This design comes from an exercise in tuning for small area, a short achievable clock period and few clock cycles per item on the open sky130 flow, not from production work. Function was checked by simulation only, so behaviour that the tests miss may differ from the original.

## kw_unwrap
module kw_unwrap (
    input  wire         clk,
    input  wire         rst,       
    input  wire         start,     
    input  wire [127:0] kek,       
    input  wire [191:0] wrapped,   
    output wire         busy,
    output wire         done,      
    output wire         ok,        
    output wire [127:0] key        
);
==> flow/config.mk <==
export PLATFORM = sky130hd
export DESIGN_NAME = kw_unwrap
export DESIGN_NICKNAME = kw_unwrap
export VERILOG_FILES = /design/flow/design.v
export SDC_FILE = /design/flow/constraint.sdc
export NUM_CORES = 8
export LEC_CHECK = 0
export CAP_MARGIN = 20
export CORE_MARGIN = 2
export CORE_UTILIZATION = 22
export SETUP_SLACK_MARGIN = 1.65
export SLEW_MARGIN = 20
export SYNTH_HIERARCHICAL = 1
==> flow/constraint.sdc <==
create_clock -name core_clock -period 8.0 [get_ports {clk}]
set_input_delay 1.6000 -clock core_clock [delete_from_list [all_inputs] [get_ports {clk}]]
set_output_delay 1.6000 -clock core_clock [all_outputs]
set_load 0.01 [all_outputs]
standard.sh (not shown) runs the stock make flow with config.mk's settings and CLKGATE_MAP_FILE= SYNTH_SCRIPT=/design/flow/synth_recipe.tcl, a recipe that flattens the netlist after the stock synthesis.
==> flow/flow/run.sh <==
#!/bin/bash
# The standard layout (the standard.sh: ORFS synthesis to finish), with
# these changes in how it is made:
#  - the port buffers that global placement inserts on every input and
#    output are the smallest buffer (buf_1) instead of clkdlybuf4s50_1;
#  - clock tree synthesis inserts no dummy loads;
#  - after floorplanning, the flip-flops of the round state (st) get a
#    stronger drive (same cell type, dfxtp_1 -> dfxtp_4): they drive the
#    InvMixColumns network at the start of the critical loop.
# ORFS writes each step's full log under orfs/logs/; make's output goes to
# flow_*.log and the resizing step's to upsize.log, all in this folder.
set -euo pipefail
export BUFFER_PORTS_ARGS="-buffer_cell sky130_fd_sc_hd__buf_1"
export CTS_ARGS="-sink_clustering_enable -repair_clock_nets -dont_use_dummy_load"
bash standard.sh floorplan > flow_floorplan.log 2>&1
odb=orfs/results/$FLOW_PLATFORM/kw_unwrap/base/2_floorplan.odb
ODB=$odb openroad -no_init -exit flow/upsize.tcl > upsize.log 2>&1
bash standard.sh finish > flow_finish.log 2>&1
==> flow/flow/upsize.tcl <==
# Give the state flip-flops st[*] the 4x drive version of their cell.
read_db $::env(ODB)
set db [ord::get_db]
set block [[$db getChip] getBlock]
set n 0
foreach inst [$block getInsts] {
  set name [$inst getName]
  set m [[$inst getMaster] getName]
  if {[string first "st\\\[" $name] == 0 && $m eq "sky130_fd_sc_hd__dfxtp_1"} {
    $inst swapMaster [$db findMaster sky130_fd_sc_hd__dfxtp_4]
    incr n
  }
}
puts "resized $n flip-flops"
write_db $::env(ODB)
Testbench counts at the start, summed over its fixed seeds: cycles 67,072, items 512.
Next try:
CORE_UTILIZATION = 26   (was 22)
GPL_ROUTABILITY_DRIVEN = 0   (was default)
Effect: Wire length falls by 2.0%; area after synthesis does not change; clock skew falls by 0.033 ns; via count increases by 2.9%; worst setup slack gets worse by 0.10 ns; register-to-register slack loses 0.10 ns.
Next try:
CORE_UTILIZATION = 23   (was 26)
GPL_ROUTABILITY_DRIVEN = default   (was 0)
PLACE_DENSITY = 0.55   (was default)
Effect:
- The new run completed with no timing, DRC or antenna violations
- non-clock buffer count went up by 82
- routed wire length went up by a few percent
- cell count is higher by a few percent
- worst setup slack improved by 0.074 ns
- core utilization fell by 2.9 points
Next try:
--- a/flow/flow/run.sh
+++ b/flow/flow/run.sh
@@ -6 +6,2 @@
-#  - clock tree synthesis inserts no dummy loads;
+#  - clock tree synthesis inserts no dummy loads and builds the tree from
+#    clkbuf_4 and clkbuf_8;
@@ -14 +15 @@
-export CTS_ARGS="-sink_clustering_enable -repair_clock_nets -dont_use_dummy_load"
+export CTS_ARGS="-sink_clustering_enable -repair_clock_nets -dont_use_dummy_load -buf_list {sky130_fd_sc_hd__clkbuf_4 sky130_fd_sc_hd__clkbuf_8}"
CORE_UTILIZATION = 25   (was 23)
PLACE_DENSITY = default   (was 0.55)
Outcome: Worst hold slack is better by 0.018 ns; design area goes down by 1.5%; routed wire length drops by 3.9%; sequential share of layout area climbs by 0.27 points; setup slack barely changes; area after synthesis stays the same; clock skew is higher by 0.033 ns; flip-flop and latch count does not change.

re-timing with driven ports:
The flow's constraints put no driver on any port. The routed layouts listed below were extracted and timed again, unchanged, in two steps.
Step 1 assumes that a clkbuf_16 drives the clock port and a buf_2 every other input.
Step 2 adds t to the input delays and takes it off the output delays; t is the mean of the earliest and latest rising clock arrival at the registers after step 1. Input paths then give back, and output paths get back, about the clock's delay inside the block.
Three values: ideal ports, drivers, drivers and shift; two values: the first two.
run	shift t [ns]	setup WS [ns]	worst data-port slew with drivers (ns)	cell pins on the clock port's net
the first run	0.757	1.807 / 1.807 / 1.807	0.11	1
the second run	0.729	1.707 / 1.707 / 1.707	0.18	1
the third run	0.782	1.781 / 1.781 / 1.781	0.22	1
the fourth run	0.859	1.779 / 1.779 / 1.779	0.15	1
After both steps every run listed still meets setup and hold.
